This design comes from an exercise in tuning for small area, a short achievable clock period and few clock cycles per item on the open sky130 flow, not from production work.
Only the layout flow was run in this run; the RTL was not checked for function there.
No activity file was given, so power comes from the tool's default toggle rates.

--- design/flow/design.v ---
module sk_add #(parameter W = 8) (
    input  wire [W-1:0] a,
    input  wire [W-1:0] b,
    input  wire         ci,
    output wire [W-1:0] s
);
    localparam L = (W <= 2) ? 1 : (W <= 4) ? 2 : (W <= 8) ? 3 : (W <= 16) ? 4 :
                   (W <= 32) ? 5 : (W <= 64) ? 6 : (W <= 128) ? 7 : 8;
    wire [W-1:0] p0 = a ^ b;
    wire [W-1:0] g0 = a & b;
    wire [W-1:0] gl [0:L];
    wire [W-1:0] pl [0:L];
    assign gl[0] = {g0[W-1:1], g0[0] | (p0[0] & ci)};
    assign pl[0] = p0;
    genvar lv, i;
    generate
        for (lv = 0; lv < L; lv = lv + 1) begin : lvl
            for (i = 0; i < W; i = i + 1) begin : bx
                if (((i >> lv) & 1) == 1) begin : op
                    assign gl[lv+1][i] = gl[lv][i] | (pl[lv][i] & gl[lv][((i >> lv) << lv) - 1]);
                    assign pl[lv+1][i] = pl[lv][i] & pl[lv][((i >> lv) << lv) - 1];
                end else begin : pass
                    assign gl[lv+1][i] = gl[lv][i];
                    assign pl[lv+1][i] = pl[lv][i];
                end
            end
        end
    endgenerate
    wire [W-1:0] gc = gl[L];
    assign s = p0 ^ {gc[W-2:0], ci};
endmodule
module gate_fit (
    input  wire         clk,
    input  wire         rst,
    input  wire         in_valid,
    output wire         in_ready,
    input  wire [31:0]  n,
    input  wire [79:0]  t1,
    input  wire [111:0] t2,
    output reg          out_valid,
    output wire [63:0]  p,
    output wire [63:0]  a,
    output wire [63:0]  f
);
    reg        a_busy;           
    reg [5:0]  ca;               
    reg        a_done;           
    reg        b_busy;           
    reg [6:0]  cb;               
    reg        b_last;           
    wire b_free   = ~b_busy | b_last;
    wire handoff  = a_done & b_free;
    assign in_ready = ~a_busy | handoff;
    wire accept   = in_valid & in_ready;
    wire [5:0] ca_n = accept ? 6'd0 : ((a_busy & ~a_done) ? ca + 6'd1 : ca);
    wire [6:0] cb_n = handoff ? 7'd0 : (b_busy ? cb + 7'd1 : cb);
    reg fa_0;      
    reg fa_m;      
    reg fa_32;     
    reg fa_33;     
    reg fa_34;     
    reg fa_b;      
    reg fa_16;     
    reg fa_d;      
    reg fa_49;     
    reg fa_5;      
    reg fa_58;     
    reg fb_0;      
    reg fb_1;      
    reg fb_inc;    
    always @(posedge clk) begin
        if (rst) begin
            a_busy    <= 1'b0;
            ca        <= 6'd59;
            a_done    <= 1'b0;
            b_busy    <= 1'b0;
            cb        <= 7'd65;
            b_last    <= 1'b0;
            out_valid <= 1'b0;
            fa_0 <= 1'b0; fa_m <= 1'b0; fa_32 <= 1'b0; fa_33 <= 1'b0; fa_34 <= 1'b0; fa_b <= 1'b0;
            fa_16 <= 1'b0; fa_d <= 1'b0; fa_49 <= 1'b0; fa_5 <= 1'b0; fa_58 <= 1'b0;
            fb_0 <= 1'b0; fb_1 <= 1'b0; fb_inc <= 1'b0;
        end else begin
            if (accept)
                a_busy <= 1'b1;
            else if (handoff)
                a_busy <= 1'b0;
            ca     <= ca_n;
            a_done <= (accept | a_busy) & ~(handoff & ~accept) & (ca_n == 6'd59);
            if (handoff)
                b_busy <= 1'b1;
            else if (b_last)
                b_busy <= 1'b0;
            cb     <= cb_n;
            b_last <= (handoff | b_busy) & (cb_n == 7'd65);
            out_valid <= b_busy & ~handoff & (cb_n == 7'd65);
            fa_0  <= (ca_n == 6'd0);
            fa_m  <= (ca_n < 6'd32);
            fa_32 <= (ca_n == 6'd32);
            fa_33 <= (ca_n == 6'd33);
            fa_34 <= (ca_n == 6'd34);
            fa_b  <= (ca_n < 6'd17);
            fa_16 <= (ca_n == 6'd16);
            fa_d  <= (ca_n >= 6'd17) && (ca_n < 6'd49);
            fa_49 <= (ca_n == 6'd49);
            fa_5  <= (ca_n >= 6'd50) && (ca_n < 6'd58);
            fa_58 <= (ca_n == 6'd58);
            fb_0   <= (cb_n == 7'd0);
            fb_1   <= (cb_n == 7'd1);
            fb_inc <= (cb_n == 7'd64);
        end
    end
    reg [31:0]  n_fix;           
    reg [31:0]  n_rot;           
    reg [33:0]  n_bth;           
    reg         bth_prev;        
    reg         brw_m;           
    reg         brw_d;           
    reg [35:0]  acc0;            
    reg [33:0]  low0;
    reg [65:0]  acc1;            
    reg [31:0]  low1;
    reg [104:0] acc_m;           
    reg [107:0] t1sh;            
    reg [115:0] xf;              
    wire [64:0]  e_val = {acc0[30:0], low0};
    wire [62:0]  c2    = e_val[64:1];
    wire [96:0]  d_val = {acc1[64:0], low1};
    wire bit_n   = n_rot[0];
    wire bit_d0  = n_rot[15];                
    reg  bm_p, bm_n, bd_p, bd_n;
    wire b1 = n_bth[1], b0 = n_bth[0];
    wire bth_neg = b1 & ~(b0 & bth_prev);
    wire bth_two = (b1 & ~b0 & ~bth_prev) | (~b1 & b0 & bth_prev);
    wire bth_one = b0 ^ bth_prev;
    wire [35:0] nmul = bth_two ? {3'b0, n_fix, 1'b0} : (bth_one ? {4'b0, n_fix} : 36'd0);
    wire [35:0] acc0_sum;
    sk_add #(36) u_add0 (.a(acc0), .b(nmul ^ {36{bth_neg}}), .ci(bth_neg), .s(acc0_sum));
    wire [65:0] acc1_sum;
    sk_add #(66) u_add1 (.a(acc1), .b({1'b0, e_val[64:32] & {33{~bd_n}}, e_val[31:0] & {32{bd_p}}}), .ci(1'b0), .s(acc1_sum));
    wire [104:0] m_op = ({105{fa_m}} & ~{t1sh[104:52] & {53{~bm_n}}, t1sh[51:0] & {52{bm_p}}}) |
                        ({105{fa_33}} & {acc_m[103:0], 1'b0});
    wire [104:0] acc_m_sum;
    sk_add #(105) u_addm (.a(acc_m), .b(m_op), .ci(fa_m), .s(acc_m_sum));
    wire [107:0] w_val = {1'b0, c2, 1'b0, c2[62:20]};
    wire [115:0] xf_op = ({116{fa_0}}  & {7'd0, t1sh, 1'b0}) |
                         ({116{fa_32}} & ~{9'd0, acc_m, 2'b0}) |
                         ({116{fa_33}} & {8'd0, w_val}) |
                         ({116{fa_5}}  & {xf[113:0], 2'b0}) |
                         ({116{fa_58}} & {57'd0, acc_m[104:46]});
    wire [115:0] xf_sum;
    sk_add #(116) u_addf (.a(xf), .b(xf_op), .ci(fa_32), .s(xf_sum));
    always @(posedge clk) begin
        n_rot    <= accept ? n : {n_rot[0], n_rot[31:1]};
        n_bth    <= accept ? {2'b0, n} : {2'b0, n_bth[33:2]};
        bth_prev <= accept ? 1'b0 : n_bth[1];
        brw_m    <= accept ? 1'b1 : (brw_m & ~bit_n);
        brw_d    <= fa_16 ? 1'b1 : (brw_d & ~bit_d0);
        bm_p     <= accept ? ~n[0] : (n_rot[1] ^ (brw_m & ~bit_n));
        bm_n     <= accept ? n[0] : ~(n_rot[1] ^ (brw_m & ~bit_n));
        bd_p     <= fa_16 ? ~n_rot[16] : (n_rot[16] ^ (brw_d & ~bit_d0));
        bd_n     <= fa_16 ? n_rot[16] : ~(n_rot[16] ^ (brw_d & ~bit_d0));
        acc_m    <= accept ? {t2[103:0], 1'b0} : acc_m_sum;
        xf       <= accept ? {10'd0, t2[104:0], 1'b0} : (fa_49 ? {19'd0, d_val} : xf_sum);
        if (accept)
            t1sh <= {35'd0, t1[72:0]};
        else if (fa_m)
            t1sh <= {t1sh[106:0], 1'b0};
        else if (fa_34)
            t1sh <= xf[107:0];
        if (accept)
            n_fix <= n;
        if (accept) begin
            acc0 <= {4'b0, n};
        end else if (fa_b) begin
            acc0 <= {{2{acc0_sum[35]}}, acc0_sum[35:2]};
            low0 <= {acc0_sum[1:0], low0[33:2]};
        end
        if (accept) begin
            acc1 <= 66'd0;
        end else if (fa_d) begin
            acc1 <= {1'b0, acc1_sum[65:1]};
            low1 <= {acc1_sum[0], low1[31:1]};
        end
    end
    wire nlt2 = (n_fix[31:1] == 31'd0);
    wire mz   = (acc_m == 105'd0);
    reg        z_all;            
    reg        z_f;              
    reg        ovf;              
    reg [95:0]  dp;
    reg [96:0]  rp;
    reg [63:0]  lp;
    reg         qp;
    wire [96:0] sp;
    wire [96:0] op_p = {{1'b0, dp[95:48]} ^ {49{~rp[96]}}, dp[47:0] ^ {48{qp}}};
    sk_add #(97) u_divp (.a({rp[95:0], lp[63]}), .b(op_p), .ci(qp), .s(sp));
    wire        qp_raw = ~sp[96];
    wire [63:0] lp_inc;
    sk_add #(64) u_incp (.a({1'b0, lp[63:1]}), .b(64'd0), .ci(lp[0]), .s(lp_inc));
    reg [65:0]  da;
    reg [66:0]  ra;
    reg [64:0]  la;
    reg         qa;
    wire [66:0] sa;
    wire [66:0] op_a = {{1'b0, da[65:33]} ^ {34{~ra[66]}}, da[32:0] ^ {33{qa}}};
    sk_add #(67) u_diva (.a({ra[65:0], la[64]}), .b(op_a), .ci(qa), .s(sa));
    wire        qa_raw = ~sa[66];
    reg [105:0] df;
    reg [106:0] rf;
    reg [64:0]  lf;
    reg         qf;
    wire [106:0] sf;
    wire [106:0] op_f = {{1'b0, df[105:53]} ^ {54{~rf[106]}}, df[52:0] ^ {53{qf}}};
    sk_add #(107) u_divf (.a({rf[105:0], lf[64]}), .b(op_f), .ci(qf), .s(sf));
    wire        qf_raw = ~sf[106];
    wire qp_bit = qp_raw & ~z_all;
    wire qa_bit = z_all ? fb_1 : qa_raw;
    wire qf_bit = (qf_raw | (ovf & ~fb_0)) & ~z_f;
    always @(posedge clk) begin
        if (handoff) begin
            z_all <= nlt2;
            z_f   <= nlt2 | mz;
            dp    <= d_val[95:0];
            da    <= {e_val, 1'b0};
            df    <= {acc_m, 1'b0};
        end
        ovf <= fb_0 ? qf_raw : ovf;
        rp <= handoff ? {34'd0, acc_m[104:42]} : sp;
        lp <= handoff ? {acc_m[41:0], 22'd0} : (fb_inc ? lp_inc : {lp[62:0], qp_bit});
        qp <= handoff | qp_raw;
        ra <= handoff ? {3'b0, t1sh[107:44]} : sa;
        la <= handoff ? {t1sh[43:0], e_val[20:0]} : {la[63:0], qa_bit};
        qa <= handoff | qa_raw;
        rf <= handoff ? {10'd0, xf[115:19]} : sf;
        lf <= handoff ? {xf[18:0], acc_m[45:0]} : {lf[63:0], qf_bit};
        qf <= handoff | qf_raw;
    end
    assign p = lp;
    assign a = {~la[63], la[62:0]};
    assign f = lf[63:0];
endmodule
--- design/flow/run.sh ---
#!/bin/bash
# synth_recipe.tcl (not shown) runs the flow's synth.tcl, then flattens the netlist and writes it again
# the make line also repeats each setting of config.mk as NAME=value (left out here)
make -C /OpenROAD-flow-scripts/flow DESIGN_CONFIG=/design/flow/config.mk WORK_HOME=/design/flow/orfs CLKGATE_MAP_FILE= SYNTH_SCRIPT=/design/flow/synth_recipe.tcl finish
--- design/flow/config.mk ---
export PLATFORM = sky130hd
export DESIGN_NAME = gate_fit
export DESIGN_NICKNAME = gate_fit
export VERILOG_FILES = /design/flow/design.v
export SDC_FILE = /design/flow/constraint.sdc
export NUM_CORES = 8
export LEC_CHECK = 0
export CAP_MARGIN = 20
export CORE_MARGIN = 2
export CORE_UTILIZATION = 50
export CTS_CLUSTER_DIAMETER = 100
export CTS_CLUSTER_SIZE = 25
export PLACE_DENSITY = 0.65
export SETUP_SLACK_MARGIN = 5
export SLEW_MARGIN = 20
--- design/flow/constraint.sdc ---
create_clock -name core_clock -period 10.0 [get_ports {clk}]
set_input_delay 2.0000 -clock core_clock [delete_from_list [all_inputs] [get_ports {clk}]]
set_output_delay 2.0000 -clock core_clock [all_outputs]
set_load 0.01 [all_outputs]
==> results.py <==
metrics = {
    "run_status": {
        "status": "complete, no violations",
    },
    "final_layout": {
        "final_nets": 9496,
        "syn2layout_area_growth_pct": 12.30,
        "fin_util_pct": 56.57,
        "fin_area_um2": 87240,
        "drive_gt1_share_pct": 5.630,
        "finalNonFillerCells": 10750,
    },
    "setup_path": {
        "path_cells": "a22o_1, ha_1, nand4_1, nor3_4, nor3b_4, inv_2, a2111oi_4, o2111ai_4, a21oi_1, a21oi_1, o21ai_2, a21o_1, a21oi_1, or4_1, nand3_1",
        "worstPathArrival_ns": 5.71,
        "cp-start-kind": "flop",
        "r2r-start": "acc_m[20]",
        "critical-path-max-stage-delay_ns": 0.90,
        "cp_top_family": "compound AO/OA/AOI/OAI gates",
        "crit_path_end_kind": "flop",
        "required_ns": 10.67,
        "cp_num_buf_inv": 1,
        "critPathMaxFanout": 6,
        "path_class": "reg2reg",
        "cp_common_cell": "a21oi_1",
        "slowest_stage": "dfxtp_1",
        "crit_start": "acc_m[20]",
    },
    "timing": {
        "final-max-slew-violation-count": 0,
        "finalCriticalPeriod_ns": 5.040,
        "hold_viol_final": 0,
        "rsz0062_at_grt": "true",
        "finalSetupTns_ns": 0,
        "worstMarginPinSlew_ns": 1.189,
        "final-setup-viol-count": 0,
        "finClkSkew_ns": 0.04543,
        "maxSlewHeadroom_pct": 20.71,
        "finalCritPeriodShare_pct": 50.40,
        "max_freq_mhz": 198.4,
    },
    "clock_network": {
        "cts_tree": "built",
        "cts_root_buf": "clkbuf_16",
        "clkSinkCount": 1366,
        "clkTransAtPathRegs_ns": 0.12,
        "cts_buffers": 67,
        "htree_levels": 3,
        "clockBufferDepth": 3,
        "clk_latency_ns": 0.73,
    },
    "drt": {
        "drcViolationCount": 0,
        "wl_mm": 301.2,
        "vias_per_cell": 6.176,
        "wl_per_cell_um": 28.03,
        "num_vias": 66390,
        "first_pass_iters": 7,
        "ant_nets": 0,
        "drt_iter0_markers": 7704,
    },
    "yosys": {
        "synth_most_common_cell": "nand2_1",
        "ys_ff_latch": 1366,
        "async_flop_share_pct": 0,
        "synthAdderAreaFrac_pct": 10.72,
        "synth.distinct_cells": 102,
        "synthTopCellsByCount": "nand2_1 (1,207), dfxtp_1 (894), a21oi_1 (643)",
        "seq_area_frac_synth_pct": 41.28,
        "syn_inst": 8447,
        "synth_warnings": 9,
        "yosys.area_share.simple_pct": 15.55,
        "syn-num-nets": 9310,
        "synth_top_family_by_area": "compound AO/OA/AOI/OAI gates",
        "synth_edf_count": 472,
        "ys.flop_type": "dfxtp_1",
        "synth_area_per_cell_um2": 9.197,
        "synthMuxAreaShare_pct": 2.345,
        "synth_xor_area_share_pct": 8.264,
        "synth_area_um2": 77690,
        "synth_compound_area_share_pct": 17.84,
        "synth.largest_area_cell": "dfxtp_1",
        "synth_top_cell_area_share_pct": 23.04,
        "synthTopCellsByArea": "dfxtp_1 (23%), edfxtp_1 (18%), ha_1 (9.5%)",
    },
    "global_routing": {
        "grtUsageTotal_pct": 36.43,
        "grt_pass1_vias": 61910,
        "grt_max_degree": 200,
        "gr-total-overflow": 0,
        "antenna_found_initial": 32,
        "grt_pass1_wl_mm": 423.7,
    },
    "die": {
        "die_w_um": 398.2,
        "initial_core_util_pct": 50.37,
        "core_um2": 154200,
        "rows": 144,
        "die_y_um": 398.2,
        "num_io_pins": 421,
        "die_area_um2": 158500,
    },
    "worst_hold_path": {
        "holdCritStartpoint": "n_bth[18]",
        "min_path_type": "reg2reg",
    },
    "power_and_ir_drop": {
        "power_density_nw_per_um2": 352.3,
        "max-vdd-ir-drop_v": 0.0001646,
        "leakagePower_nw": 36.03,
    },
    "placement": {
        "hpwl_mm": 221.1,
        "place_area_um2": 83110,
        "placed_cells": 10520,
        "numPortBuffers": 406,
        "place.gp.congestion": 1.036,
    },
    "job": {
        "max-cap-violations": 0,
    },
}
placed cells by master, fill, tap and decap left out, types with 93 or more instances in the layout:
cell type,n
nor2_1,633
nor2b_1,95
mux2i_1,181
o21ai_0,410
clkdlybuf4s50_1,406
nand3_1,105
xor2_1,357
xnor2_1,374
o211ai_1,101
nand4_1,93
dfxtp_1,874
nand2b_1,109
ha_1,581
a22o_1,104
a21o_1,215
nand2_1,1201
a22oi_1,105
a21oi_1,627
inv_1,176
edfxtp_1,472
nor3_1,133
o21a_1,110
buf_4,170
worst min-delay path, stage by stage (launching register included):
cell and delay, ns:
dfxtp_1 0.30, nand2_1 0.04, nand2_1 0.04
final timing paths:
| path | to | slack (ns) | depth (start not counted) |
|---|---|---|---|
| hold reg to reg | n_bth[16] | 0.41 | 2 |
| hold / removal | n_bth[16] | 0.41 | 2 |
| setup reg to reg | acc_m[79] | 4.96 | 15 |
| setup / recovery | acc_m[79] | 4.96 | 15 |
state kept, by name, indices dropped and copies added, names as in the netlist, 65 cells and up:
register,count
xf,116
t1sh,108
rf,107
acc_m,105
df,105
rp,97
dp,96
ra,67
acc1,65
da,65
la,65
lf,65
final cells by class:
cell class | count | area [um^2]
fillers | 13970 | 66990
well taps | 2044 | 2557
diodes | 19 | 47.55
flip-flops and latches | 1366 | 32130
clock inverters | 11 | 145.1
multi-input cells | 6382 | 43170
clock buffers | 111 | 2001
repair buffers | 634 | 6485
inverters | 182 | 710.7
power by group:
part,internal [W],switching [W]
clock network,0.00145,0.00200
logic,0.00739,0.00967
registers,0.00780,0.00243
metal layers:
layer	share of wire, %	up-vias	GRT usage (%)
met5	0.019	-	0
met4	6.6	8	20.47
li1	-	30290	-
met3	10	658	8.702
met1	41	32410	48.91
met2	42	3027	53.69
stage by stage:
| stage | power, W | worst slack (ns) | hold slack, ns |
|---|---|---|---|
| finish | 0.03073 | 4.960 | 0.4098 |
| global route | 0.03259 | 4.948 | 0.4271 |
| CTS | 0.03001 | 5.002 | 0.4124 |
| detailed placement | 0.02631 | 3.157 | 0.4068 |
| global placement | 0.02596 | 3.165 | 0.4061 |
| floorplan | 0.02072 | 5.448 | 0.3992 |
repair_timing:
action                                  4_1_cts  5_1_grt
pin swaps                                    15       44
gates cloned                                  2       10
hold endpoints to repair                      0        0
setup buffers                                32       42
endpoints found under the setup margin      296      111
resized for setup                            93       92
hold buffers                                  0        0
kinds of logic (layout without fill, tap and decap cells):
| group | count (synthesis) | count (layout) |
|---|---|---|
| buf+inv | 700 | 938 |
| xor+xnor | 733 | 733 |
| other cells | 0 | 19 |
| mux | 182 | 182 |
| compound gates | 2142 | 2143 |
| simple gates | 2688 | 2688 |
| fa+ha+maj | 636 | 636 |
| flops | 1366 | 1366 |

==> separate check: timing with driven ports <==
The flow's constraints put no driver on any port. The routed layout listed below was extracted and timed again, unchanged, in two steps. Step 1 assumes that a clkbuf_16 drives the clock port and a buf_2 every other input. Step 2, shift: input delay + t, output delay - t, t = (earliest + latest rising clock arrival at the registers) / 2. This alone moves slack from input paths to output paths. a / b / c = ideal ports / drivers / drivers and shift; a / b = the first two.
t (ns): 0.804
setup slack, ns: 4.960 / 4.960 / 4.312
worst setup path at the end: input to register
worst register clock-pin slew, ns: 0.12 / 0.12
pins driven straight from the clock port: 1
After both steps this run still meets setup and hold. The setup slack of this run moves by 0.000 ns with the drivers and by -0.648 ns with both steps.
